What follows belongs to an exercise in optimizing a design on an open flow for small area, a short achievable clock period and few clock cycles per item; a production flow would make more cautious choices. In this exercise RTL edits were held to simulation tests only and were not proved equivalent to the original.

### run.sh
#!/bin/bash
# synth_recipe.tcl (not shown) runs the flow's synth.tcl, then flattens the netlist and writes it again
# the make line also repeats each setting of config.mk as NAME=value (left out here)
make -C /OpenROAD-flow-scripts/flow DESIGN_CONFIG=/design/flow/config.mk WORK_HOME=/design/flow/orfs CLKGATE_MAP_FILE= SYNTH_SCRIPT=/design/flow/synth_recipe.tcl finish
### config.mk
export PLATFORM = sky130hd
export DESIGN_NAME = rafter_level
export DESIGN_NICKNAME = rafter_level
export VERILOG_FILES = /design/flow/design.v
export SDC_FILE = /design/flow/constraint.sdc
export NUM_CORES = 4
export LEC_CHECK = 0
export CAP_MARGIN = 20
export CORE_MARGIN = 2
export CORE_UTILIZATION = 40
export SLEW_MARGIN = 20
### constraint.sdc
create_clock -name core_clock -period 70.0 [get_ports {clk}]
set_input_delay 14.0000 -clock core_clock [delete_from_list [all_inputs] [get_ports {clk}]]
set_output_delay 14.0000 -clock core_clock [all_outputs]
set_load 0.01 [all_outputs]
### design.v
module rafter_level (
    input  wire        clk,
    input  wire        rst,
    input  wire        in_valid,
    output wire        in_ready,
    input  wire [9:0]  floor_lvl,
    input  wire [9:0]  intensity,
    input  wire [9:0]  wave_min,
    input  wire [9:0]  wave_max,
    input  wire        c0_hit,
    input  wire [9:0]  c0_level,
    input  wire        c1_hit,
    input  wire [9:0]  c1_level,
    input  wire        follow,
    input  wire [15:0] y,
    input  wire [15:0] yage,
    input  wire [15:0] dl_timeout,
    input  wire [9:0]  dl_lo,
    input  wire [9:0]  dl_hi,
    input  wire [9:0]  dl_min,
    input  wire [15:0] ramp_up,
    input  wire [15:0] ramp_down,
    input  wire [9:0]  deadband,
    input  wire [15:0] refresh,
    input  wire        tick,
    input  wire [15:0] l_in,
    input  wire [9:0]  last_sent_in,
    input  wire        c0_active_in,
    input  wire        pending_in,
    input  wire        refresh_only_in,
    input  wire [15:0] refresh_tmr_in,
    output reg         out_valid,
    input  wire        out_ready,
    output wire [15:0] l_out,
    output wire [9:0]  last_sent_out,
    output wire        c0_active_out,
    output wire        pending_out,
    output wire        refresh_only_out,
    output wire [15:0] refresh_tmr_out,
    output wire        released
);
    function [16:0] add16(input [15:0] a, input [15:0] b, input ci);
        integer k;
        reg c;
        begin
            c = ci;
            for (k = 0; k < 16; k = k + 1) begin
                add16[k] = a[k] ^ b[k] ^ c;
                c = (a[k] & b[k]) | (a[k] & c) | (b[k] & c);
            end
            add16[16] = c;
        end
    endfunction
    function ge16(input [15:0] a, input [15:0] b);
        integer k;
        reg c;
        begin
            c = 1'b1;
            for (k = 0; k < 16; k = k + 1)
                c = (a[k] & ~b[k]) | (a[k] & c) | (~b[k] & c);
            ge16 = c;
        end
    endfunction
    function [19:0] mul10(input [9:0] a, input [9:0] b);
        integer r, k;
        reg [19:0] acc;
        reg c, p, s;
        begin
            acc = {10'd0, a & {10{b[0]}}};
            for (r = 1; r < 10; r = r + 1) begin
                c = 1'b0;
                for (k = 0; k < 10; k = k + 1) begin
                    p = a[k] & b[r];
                    s = acc[r + k] ^ p ^ c;
                    c = (acc[r + k] & p) | (acc[r + k] & c) | (p & c);
                    acc[r + k] = s;
                end
                acc[r + 10] = c;
            end
            mul10 = acc;
        end
    endfunction
    reg  s_v;
    wire adv = !s_v;
    assign in_ready = adv;
    reg  [3:0] vld;
    always @(posedge clk) begin
        if (rst) vld <= 0;
        else if (adv) vld <= {vld[2:0], in_valid};
    end
    wire x_v = vld[3];
    wire [9:0] i_floor_lvl = floor_lvl;
    wire [9:0] i_intensity = intensity;
    wire [9:0] i_wave_min = wave_min;
    wire [9:0] i_wave_max = wave_max;
    wire [0:0] i_c0_hit = c0_hit;
    wire [9:0] i_c0_level = c0_level;
    wire [0:0] i_c1_hit = c1_hit;
    wire [9:0] i_c1_level = c1_level;
    wire [0:0] i_follow = follow;
    wire [15:0] i_y = y;
    wire [15:0] i_yage = yage;
    wire [15:0] i_dl_timeout = dl_timeout;
    wire [9:0] i_dl_lo = dl_lo;
    wire [9:0] i_dl_hi = dl_hi;
    wire [9:0] i_dl_min = dl_min;
    wire [15:0] i_ramp_up = ramp_up;
    wire [15:0] i_ramp_down = ramp_down;
    wire [9:0] i_deadband = deadband;
    wire [15:0] i_refresh = refresh;
    wire [0:0] i_tick = tick;
    wire [15:0] i_l_in = l_in;
    wire [9:0] i_last_sent_in = last_sent_in;
    wire [0:0] i_c0_active_in = c0_active_in;
    wire [0:0] i_pending_in = pending_in;
    wire [0:0] i_refresh_only_in = refresh_only_in;
    wire [15:0] i_refresh_tmr_in = refresh_tmr_in;
    wire [9:0] ls = i_c0_hit ? i_c0_level : i_last_sent_in;
    wire [0:0] c0 = i_c0_hit;
    wire [0:0] rel = !i_c0_hit && i_c0_active_in;
    wire [0:0] due = (i_refresh != 16'd0) && (i_refresh_tmr_in == 16'd0 || (i_tick && i_refresh_tmr_in == 16'd1));
    wire [0:0] p_b = !i_c0_hit && (due || i_pending_in);
    wire [0:0] r_b = !i_c0_hit && ((due && !i_pending_in) || i_refresh_only_in);
    wire [9:0] crng = ~i_dl_min;
    wire [0:0] ovr = i_c1_hit;
    wire [9:0] ovr_lv = i_c1_level;
    wire [9:0] db = i_deadband;
    wire [16:0] ws_s = add16({6'd0, i_wave_max}, {6'h3f, ~i_wave_min}, 1'b1);
    wire [9:0] ws = ws_s[9:0];
    wire [9:0] wi = i_intensity;
    wire [9:0] wmin = i_wave_min;
    wire [9:0] flr = i_floor_lvl;
    wire [16:0] tmr_s = add16(i_refresh_tmr_in, 16'hffff, 1'b0);
    wire [15:0] tmr = (!i_c0_hit && i_tick && i_refresh_tmr_in != 16'd0) ? tmr_s[15:0] : i_refresh_tmr_in;
    wire [16:0] up_s = add16(i_l_in, i_ramp_up, 1'b0);
    wire [16:0] dn_s = add16(i_l_in, ~i_ramp_down, 1'b1);
    wire [15:0] l_hi = i_c0_hit ? {i_c0_level, 6'd0} : (i_ramp_up == 16'd0 || up_s[16]) ? 16'hffff : up_s[15:0];
    wire [15:0] l_lo = i_c0_hit ? {i_c0_level, 6'd0} : (i_ramp_down == 16'd0 || !dn_s[16]) ? 16'h0000 : dn_s[15:0];
    wire [0:0] ceil_on = !i_c0_hit && !i_c1_hit && i_follow && i_y[15] && ge16(i_dl_timeout, i_yage);
    wire [16:0] sp_s = add16({6'd0, i_dl_hi}, {6'h3f, ~i_dl_lo}, 1'b1);
    wire [16:0] yo_s = add16({6'd0, i_y[9:0]}, {6'h3f, ~i_dl_lo}, 1'b1);
    wire [0:0] y_gt_lo = !ge16({6'd0, i_dl_lo}, {6'd0, i_y[9:0]});
    wire [0:0] y_ge_hi = ge16({6'd0, i_y[9:0]}, {6'd0, i_dl_hi});
    wire [9:0] span = sp_s[9:0];
    wire [9:0] yc = !(ceil_on && y_gt_lo) ? 10'd0 : y_ge_hi ? sp_s[9:0] : yo_s[9:0];
    reg  [9:0] ls_p1;
    reg  [0:0] c0_p1;
    reg  [0:0] rel_p1;
    reg  [0:0] p_b_p1;
    reg  [0:0] r_b_p1;
    reg  [9:0] crng_p1;
    reg  [0:0] ovr_p1;
    reg  [9:0] ovr_lv_p1;
    reg  [9:0] db_p1;
    reg  [9:0] ws_p1;
    reg  [9:0] wi_p1;
    reg  [9:0] wmin_p1;
    reg  [9:0] flr_p1;
    reg  [15:0] tmr_p1;
    reg  [15:0] l_hi_p1;
    reg  [15:0] l_lo_p1;
    reg  [9:0] span_p1;
    reg  [9:0] yc_p1;
    always @(posedge clk) if (adv) begin
        ls_p1 <= ls;
        c0_p1 <= c0;
        rel_p1 <= rel;
        p_b_p1 <= p_b;
        r_b_p1 <= r_b;
        crng_p1 <= crng;
        ovr_p1 <= ovr;
        ovr_lv_p1 <= ovr_lv;
        db_p1 <= db;
        ws_p1 <= ws;
        wi_p1 <= wi;
        wmin_p1 <= wmin;
        flr_p1 <= flr;
        tmr_p1 <= tmr;
        l_hi_p1 <= l_hi;
        l_lo_p1 <= l_lo;
        span_p1 <= span;
        yc_p1 <= yc;
    end
    wire [19:0] wx = mul10(ws_p1, wi_p1);
    wire [0:0] wc = ge16({6'd0, wx[9:0]}, {6'd0, ~wx[19:10]});
    wire [16:0] wv_s = add16({6'd0, wmin_p1}, {6'd0, wx[19:10]}, wc);
    wire [9:0] wv = wv_s[9:0] & {10{|wi_p1}};
    wire [9:0] pre = ovr_p1 ? ovr_lv_p1 : ge16({6'd0, wv}, {6'd0, flr_p1}) ? wv : flr_p1;
    wire [19:0] cn = mul10(yc_p1, crng_p1);
    wire [9:0] cnh = cn[19:10];
    wire [0:0] cb0 = cn[0];
    wire [0:0] cb1 = cn[1];
    wire [0:0] cb2 = cn[2];
    wire [0:0] cb3 = cn[3];
    wire [0:0] cb4 = cn[4];
    wire [0:0] cb5 = cn[5];
    wire [0:0] cb6 = cn[6];
    wire [0:0] cb7 = cn[7];
    wire [0:0] cb8 = cn[8];
    wire [0:0] cb9 = cn[9];
    wire [16:0] ds9 = add16({5'd0, cnh, cb9}, {6'h3f, ~span_p1}, 1'b1);
    wire [0:0] q9 = ds9[16] | cnh[9];
    wire [9:0] rm9 = q9 ? ds9[9:0] : {cnh[8:0], cb9};
    reg  [9:0] ls_p2;
    reg  [0:0] c0_p2;
    reg  [0:0] rel_p2;
    reg  [0:0] p_b_p2;
    reg  [0:0] r_b_p2;
    reg  [9:0] db_p2;
    reg  [15:0] tmr_p2;
    reg  [15:0] l_hi_p2;
    reg  [15:0] l_lo_p2;
    reg  [9:0] span_p2;
    reg  [9:0] pre_p2;
    reg  [0:0] cb0_p2;
    reg  [0:0] cb1_p2;
    reg  [0:0] cb2_p2;
    reg  [0:0] cb3_p2;
    reg  [0:0] cb4_p2;
    reg  [0:0] cb5_p2;
    reg  [0:0] cb6_p2;
    reg  [0:0] cb7_p2;
    reg  [0:0] cb8_p2;
    reg  [0:0] q9_p2;
    reg  [9:0] rm9_p2;
    always @(posedge clk) if (adv) begin
        ls_p2 <= ls_p1;
        c0_p2 <= c0_p1;
        rel_p2 <= rel_p1;
        p_b_p2 <= p_b_p1;
        r_b_p2 <= r_b_p1;
        db_p2 <= db_p1;
        tmr_p2 <= tmr_p1;
        l_hi_p2 <= l_hi_p1;
        l_lo_p2 <= l_lo_p1;
        span_p2 <= span_p1;
        pre_p2 <= pre;
        cb0_p2 <= cb0;
        cb1_p2 <= cb1;
        cb2_p2 <= cb2;
        cb3_p2 <= cb3;
        cb4_p2 <= cb4;
        cb5_p2 <= cb5;
        cb6_p2 <= cb6;
        cb7_p2 <= cb7;
        cb8_p2 <= cb8;
        q9_p2 <= q9;
        rm9_p2 <= rm9;
    end
    wire [16:0] ds8 = add16({5'd0, rm9_p2, cb8_p2}, {6'h3f, ~span_p2}, 1'b1);
    wire [0:0] q8 = ds8[16] | rm9_p2[9];
    wire [9:0] rm8 = q8 ? ds8[9:0] : {rm9_p2[8:0], cb8_p2};
    wire [16:0] ds7 = add16({5'd0, rm8, cb7_p2}, {6'h3f, ~span_p2}, 1'b1);
    wire [0:0] q7 = ds7[16] | rm8[9];
    wire [9:0] rm7 = q7 ? ds7[9:0] : {rm8[8:0], cb7_p2};
    wire [16:0] ds6 = add16({5'd0, rm7, cb6_p2}, {6'h3f, ~span_p2}, 1'b1);
    wire [0:0] q6 = ds6[16] | rm7[9];
    wire [9:0] rm6 = q6 ? ds6[9:0] : {rm7[8:0], cb6_p2};
    wire [16:0] ds5 = add16({5'd0, rm6, cb5_p2}, {6'h3f, ~span_p2}, 1'b1);
    wire [0:0] q5 = ds5[16] | rm6[9];
    wire [9:0] rm5 = q5 ? ds5[9:0] : {rm6[8:0], cb5_p2};
    reg  [9:0] ls_p3;
    reg  [0:0] c0_p3;
    reg  [0:0] rel_p3;
    reg  [0:0] p_b_p3;
    reg  [0:0] r_b_p3;
    reg  [9:0] db_p3;
    reg  [15:0] tmr_p3;
    reg  [15:0] l_hi_p3;
    reg  [15:0] l_lo_p3;
    reg  [9:0] span_p3;
    reg  [9:0] pre_p3;
    reg  [0:0] cb0_p3;
    reg  [0:0] cb1_p3;
    reg  [0:0] cb2_p3;
    reg  [0:0] cb3_p3;
    reg  [0:0] cb4_p3;
    reg  [0:0] q9_p3;
    reg  [0:0] q8_p3;
    reg  [0:0] q7_p3;
    reg  [0:0] q6_p3;
    reg  [0:0] q5_p3;
    reg  [9:0] rm5_p3;
    always @(posedge clk) if (adv) begin
        ls_p3 <= ls_p2;
        c0_p3 <= c0_p2;
        rel_p3 <= rel_p2;
        p_b_p3 <= p_b_p2;
        r_b_p3 <= r_b_p2;
        db_p3 <= db_p2;
        tmr_p3 <= tmr_p2;
        l_hi_p3 <= l_hi_p2;
        l_lo_p3 <= l_lo_p2;
        span_p3 <= span_p2;
        pre_p3 <= pre_p2;
        cb0_p3 <= cb0_p2;
        cb1_p3 <= cb1_p2;
        cb2_p3 <= cb2_p2;
        cb3_p3 <= cb3_p2;
        cb4_p3 <= cb4_p2;
        q9_p3 <= q9_p2;
        q8_p3 <= q8;
        q7_p3 <= q7;
        q6_p3 <= q6;
        q5_p3 <= q5;
        rm5_p3 <= rm5;
    end
    wire [16:0] ds4 = add16({5'd0, rm5_p3, cb4_p3}, {6'h3f, ~span_p3}, 1'b1);
    wire [0:0] q4 = ds4[16] | rm5_p3[9];
    wire [9:0] rm4 = q4 ? ds4[9:0] : {rm5_p3[8:0], cb4_p3};
    wire [16:0] ds3 = add16({5'd0, rm4, cb3_p3}, {6'h3f, ~span_p3}, 1'b1);
    wire [0:0] q3 = ds3[16] | rm4[9];
    wire [9:0] rm3 = q3 ? ds3[9:0] : {rm4[8:0], cb3_p3};
    wire [16:0] ds2 = add16({5'd0, rm3, cb2_p3}, {6'h3f, ~span_p3}, 1'b1);
    wire [0:0] q2 = ds2[16] | rm3[9];
    wire [9:0] rm2 = q2 ? ds2[9:0] : {rm3[8:0], cb2_p3};
    wire [16:0] ds1 = add16({5'd0, rm2, cb1_p3}, {6'h3f, ~span_p3}, 1'b1);
    wire [0:0] q1 = ds1[16] | rm2[9];
    wire [9:0] rm1 = q1 ? ds1[9:0] : {rm2[8:0], cb1_p3};
    reg  [9:0] ls_p4;
    reg  [0:0] c0_p4;
    reg  [0:0] rel_p4;
    reg  [0:0] p_b_p4;
    reg  [0:0] r_b_p4;
    reg  [9:0] db_p4;
    reg  [15:0] tmr_p4;
    reg  [15:0] l_hi_p4;
    reg  [15:0] l_lo_p4;
    reg  [9:0] span_p4;
    reg  [9:0] pre_p4;
    reg  [0:0] cb0_p4;
    reg  [0:0] q9_p4;
    reg  [0:0] q8_p4;
    reg  [0:0] q7_p4;
    reg  [0:0] q6_p4;
    reg  [0:0] q5_p4;
    reg  [0:0] q4_p4;
    reg  [0:0] q3_p4;
    reg  [0:0] q2_p4;
    reg  [0:0] q1_p4;
    reg  [9:0] rm1_p4;
    always @(posedge clk) if (adv) begin
        ls_p4 <= ls_p3;
        c0_p4 <= c0_p3;
        rel_p4 <= rel_p3;
        p_b_p4 <= p_b_p3;
        r_b_p4 <= r_b_p3;
        db_p4 <= db_p3;
        tmr_p4 <= tmr_p3;
        l_hi_p4 <= l_hi_p3;
        l_lo_p4 <= l_lo_p3;
        span_p4 <= span_p3;
        pre_p4 <= pre_p3;
        cb0_p4 <= cb0_p3;
        q9_p4 <= q9_p3;
        q8_p4 <= q8_p3;
        q7_p4 <= q7_p3;
        q6_p4 <= q6_p3;
        q5_p4 <= q5_p3;
        q4_p4 <= q4;
        q3_p4 <= q3;
        q2_p4 <= q2;
        q1_p4 <= q1;
        rm1_p4 <= rm1;
    end
    wire [16:0] ds0 = add16({5'd0, rm1_p4, cb0_p4}, {6'h3f, ~span_p4}, 1'b1);
    wire [0:0] q0 = ds0[16] | rm1_p4[9];
    wire [10:0] ub = {1'b0, ls_p4} + {1'b0, db_p4};
    wire [10:0] lbv = {1'b0, ls_p4} - {1'b0, db_p4};
    wire [0:0] f_lo = ge16({6'd0, l_lo_p4[15:6]}, {5'd0, ub}) || (!lbv[10] && ge16({6'd0, lbv[9:0]}, {6'd0, l_lo_p4[15:6]}));
    wire [0:0] f_hi = ge16({6'd0, l_hi_p4[15:6]}, {5'd0, ub}) || (!lbv[10] && ge16({6'd0, lbv[9:0]}, {6'd0, l_hi_p4[15:6]}));
    wire [0:0] ne_lo = l_lo_p4[15:6] != ls_p4;
    wire [9:0] ceiling = ~{q9_p4, q8_p4, q7_p4, q6_p4, q5_p4, q4_p4, q3_p4, q2_p4, q1_p4, q0};
    wire [9:0] target = ge16({6'd0, pre_p4}, {6'd0, ceiling}) ? ceiling : pre_p4;
    wire [0:0] below = !ge16({target, 6'd0}, l_lo_p4);
    wire [0:0] above = !ge16({6'd0, l_hi_p4[15:6]}, {6'd0, target});
    wire [15:0] l_new = below ? l_lo_p4 : above ? l_hi_p4 : {target, 6'd0};
    wire [0:0] f_t = ge16({6'd0, target}, {5'd0, ub}) || (!lbv[10] && ge16({6'd0, lbv[9:0]}, {6'd0, target}));
    wire [0:0] eq = below ? (l_lo_p4[15:6] == target && ne_lo) : !above && target != ls_p4;
    wire [0:0] fd = below ? f_lo : above ? f_hi : f_t;
    wire [0:0] other = rel_p4 || fd || eq;
    wire [0:0] pend = !c0_p4 && (other || p_b_p4);
    wire [0:0] ronly = !c0_p4 && !other && r_b_p4;
    reg  [15:0] s_l_out;
    reg  [9:0] s_last_sent_out;
    reg  [0:0] s_c0_active_out;
    reg  [0:0] s_pending_out;
    reg  [0:0] s_refresh_only_out;
    reg  [15:0] s_refresh_tmr_out;
    reg  [0:0] s_released;
    always @(posedge clk) begin
        if (rst) s_v <= 1'b0;
        else if (s_v) s_v <= !out_ready;
        else s_v <= x_v && !out_ready;
    end
    always @(posedge clk) if (!s_v) begin
        s_l_out <= l_new;
        s_last_sent_out <= ls_p4;
        s_c0_active_out <= c0_p4;
        s_pending_out <= pend;
        s_refresh_only_out <= ronly;
        s_refresh_tmr_out <= tmr_p4;
        s_released <= rel_p4;
    end
    always @(*) out_valid = s_v || x_v;
    assign l_out = s_v ? s_l_out : l_new;
    assign last_sent_out = s_v ? s_last_sent_out : ls_p4;
    assign c0_active_out = s_v ? s_c0_active_out : c0_p4;
    assign pending_out = s_v ? s_pending_out : pend;
    assign refresh_only_out = s_v ? s_refresh_only_out : ronly;
    assign refresh_tmr_out = s_v ? s_refresh_tmr_out : tmr_p4;
    assign released = s_v ? s_released : rel_p4;
endmodule
==> key figures <==
Global routing
  – First-pass GRT wire length: 111 mm
  – GRT Resource Usage Total: 17.1%
  – Total gr overflow: 0
  – Initial antenna violation count: 1
  – Largest net degree at the start of global routing: 116
  – Vias in the first global route: 20,381

Floorplan
  – Starting density of the core: 40.4%
  – Die Footprint: 82,200 µm²
  – Die X: 287 µm
  – Core Area: 79,100 µm²
  – Die Y: 287 µm
  – # rows: 103
  – Top Ports: 297

STA
  – Skew final: 0.0818 ns
  – Total negative setup slack: 0 ns
  – # setup viols final: 0
  – Slew Limit Headroom: 31.8%
  – Final Slew Violations: 0
  – RSZ-0062 raised after global routing: no
  – Worst-Margin Slew: 1.01 ns
  – Max Fclk: 0.0472 GHz
  – Period utilization: 30.2%
  – Fin. Hold Viols: 0
  – Period minus WS final: 21.17 ns

Clocking
  – Worst-path clk slew: 0.06 ns
  – Clk sinks: 540
  – TritonCTS clock tree: built
  – CTS Buffer Depth: 3
  – H-tree depth: 2
  – CTS buffer count: 59
  – CTS Hold Bufs: 0
  – Clk latency of the worst-skew pair: 0.65 ns
  – CTS Root Cell: clkbuf_16
  – Post-CTS Resized: 0
  – # Post-CTS Setup Buffers: 0

Synthesis
  – Post-synth EDFFs: 489
  – Syn Inst Count: 2,461
  – Synth area leaders: edfxtp_1 (46%), fa_1 (19%), inv_1 (3.8%)
  – Seq/Total Area, Yosys: 49.1%
  – Top cell type by total area after synthesis: edfxtp_1
  – Count leader, synth: edfxtp_1
  – Synth top cells by count: edfxtp_1 (489), inv_1 (328), fa_1 (302), and2_1 (183), nand2_1 (153)
  – Synth cell types: 84
  – Synth warn: 1
  – Netlist Area Pre-Place: 32,000 µm²
  – Synth Net Count: 3,105
  – Post-synth top area share: 45.9%
  – #FFs+latches synth: 540
  – Syn_area_per_cell: 13.0 µm²
  – Ys async rst share: 0%
  – Main synth FF type: edfxtp_1

Routing
  – Drt first-iter violations: 1,140
  – Final wirelength: 69.8 mm
  – Avg WL per Cell: 18.1 µm
  – DR pass1 iterations: 5
  – Total number of vias: 19,283
  – Final ANT Viol Nets: 0
  – Post-route DRC violation count: 0
  – Drt via density: 4.99

Cells and area
  – Reg area: 15,700 µm²
  – P&R area growth vs syn: 19.0%
  – Nets@finish: 3,403
  – Area of the multi-input gates: 14,800 µm²
  – FILL cells: 7,044
  – Post-Layout Cell Count: 3,862
  – Layout cells sized above 1: 7.72%

Status
  – Status: finished clean

Worst hold path
  – Hold Crit Class: flip-flop to flip-flop

Placed design
  – IO buf count: 291
  – RePlAce Congestion: 0.896
  – Placed cells: 3,748
  – DPL Wire Length: 55.2 mm

Critical path
  – Crit. End Element: primary output
  – Critical-path cell list: nand2b_1 -> o221a_2 -> o2111ai_1 -> o21ai_0 -> nand2_1 -> a21oi_1 -> inv_1 -> ha_1 -> or3_1 -> a2111o_1 -> a31oi_1 -> a211o_1 -> a21oi_1 -> o2111ai_1 -> nand4_1 -> o21ai_1 -> clkdlybuf4s50_1
  – Critical path buffers and inverters: 2
  – Worst Path Arrival: 7.17 ns
  – Critical path's slowest cell: a21oi_1
  – Crit path kind: flip-flop to primary output
  – Worst Path Max Fanout: 27
  – Max stage delay on crit path: 0.81 ns
  – CP Launch Type: flip-flop
  – Delay-heaviest family, CP: compound AO/OA/AOI/OAI gates
  – Worst EP required: 56.00 ns

Run
  – Max-cap violations: 0
-- cells in the final DEF (no fill, tap or decap), types with 19 or more instances in the layout --
cell,Yosys,layout
and2_1,183,183
fa_1,302,302
clkbuf_16,0,59
edfxtp_1,489,489
a21oi_1,70,70
nor3_1,26,26
nand2b_1,26,26
mux2i_1,66,66
nor2b_1,19,19
dfxtp_1,51,50
maj3_1,30,30
nor2_1,86,86
mux2_2,77,77
ha_1,93,93
nor4_1,19,19
clkdlybuf4s50_1,0,290
nand2_1,153,153
o21ai_0,79,79
inv_1,328,328
xnor2_1,37,37
-- layer usage --
metal	GRT usage [%]	vias to the layer above	wire length (µm)
met1	23.3	9665	31400
met2	28.8	415	33900
met4	5.03	0	1900
met3	2.17	106	2620
li1	-	9097	-
met5	0	-	0
-- kinds of logic after synthesis --
family                   Yosys count  share of synthesized area, %
AO/OA/AOI/OAI                    341                          7.33
flip-flops                       540                          49.1
adder cells (fa/ha/maj)          429                          23.6
buffers and inverters            395                          4.71
XOR/XNOR                          45                          1.23
AND/OR/NAND/NOR                  568                          9.23
multiplexers                     143                          4.78
-- final cells by class --
cell class / count / area share, %
diodes: 2 / 0.0132
clock buffers: 75 / 4.19
clock inverters: 37 / 1.09
inverters: 329 / 3.26
multi-input cells: 1526 / 38.8
flip-flops and latches: 540 / 41.3
well taps: 1050 / 3.45
repair buffers: 303 / 7.89
-- worst paths after layout --
kind	slack (ns)	from	cells past startpoint	end
max reg2reg	51.63	ws_p1[0]	47	pre_p2[0]
max	48.83	span_p4[9]	17	pending_out
min	0.40	l_lo_p1[6]	0	l_lo_p2[6]
min reg2reg	0.40	l_lo_p1[6]	0	l_lo_p2[6]
-- worst reg2reg max path, delay by kind of cell (launching register included) --
family / cells / cell delay, ns
multiplexers: 1 / 0.15
adder cells (fa/ha/maj): 35 / 15.29
AO/OA/AOI/OAI: 7 / 1.68
buffers and inverters: 2 / 0.11
AND/OR/NAND/NOR: 2 / 0.26
flip-flops: 1 / 0.57
-- through the flow --
| step | hold WS [ns] | worst slack, ns | utilization, % | cell area (µm²) |
|---|---|---|---|---|
| global route | 0.412 | 48.40 | 48.1 | 38100 |
| detailed placement | 0.405 | 48.52 | 45.5 | 36000 |
| floorplan | 0.400 | 49.39 | - | 32000 |
| finish | 0.401 | 48.83 | 48.1 | 38100 |
| CTS | 0.404 | 48.86 | 48.1 | 38100 |
| global placement | 0.401 | 48.61 | 45.5 | 36000 |
Testbench counts, summed over its fixed seeds: cycles 19,232, items 19,200.

==> static timing again, ports no longer ideal <==
How much do the figures lean on ideal ports? The routed layout below was timed once more, with nothing changed but the port constraints.
Step 1 assumes that a clkbuf_16 drives the clock port and a buf_2 every other input.
Step 2 adds t to the input delays and takes it off the output delays; t is the mean of the earliest and latest rising clock arrival at the registers after step 1. Input paths then give back, and output paths get back, about the clock's delay inside the block.
Three values: ideal, step 1, step 2; two values: the first two.
t (ns): 0.675
slack for setup (ns): 48.833 / 48.767 / 48.546
worst hold slack (ns): 0.401 / 0.401 / 0.401
clock arrival spread, ns: 0.086 / 0.087
pins driven straight from the clock port: 1
After both steps this run still meets setup and hold. For this run, drivers alone change the setup slack by -0.066 ns; drivers and shift together by -0.287 ns.
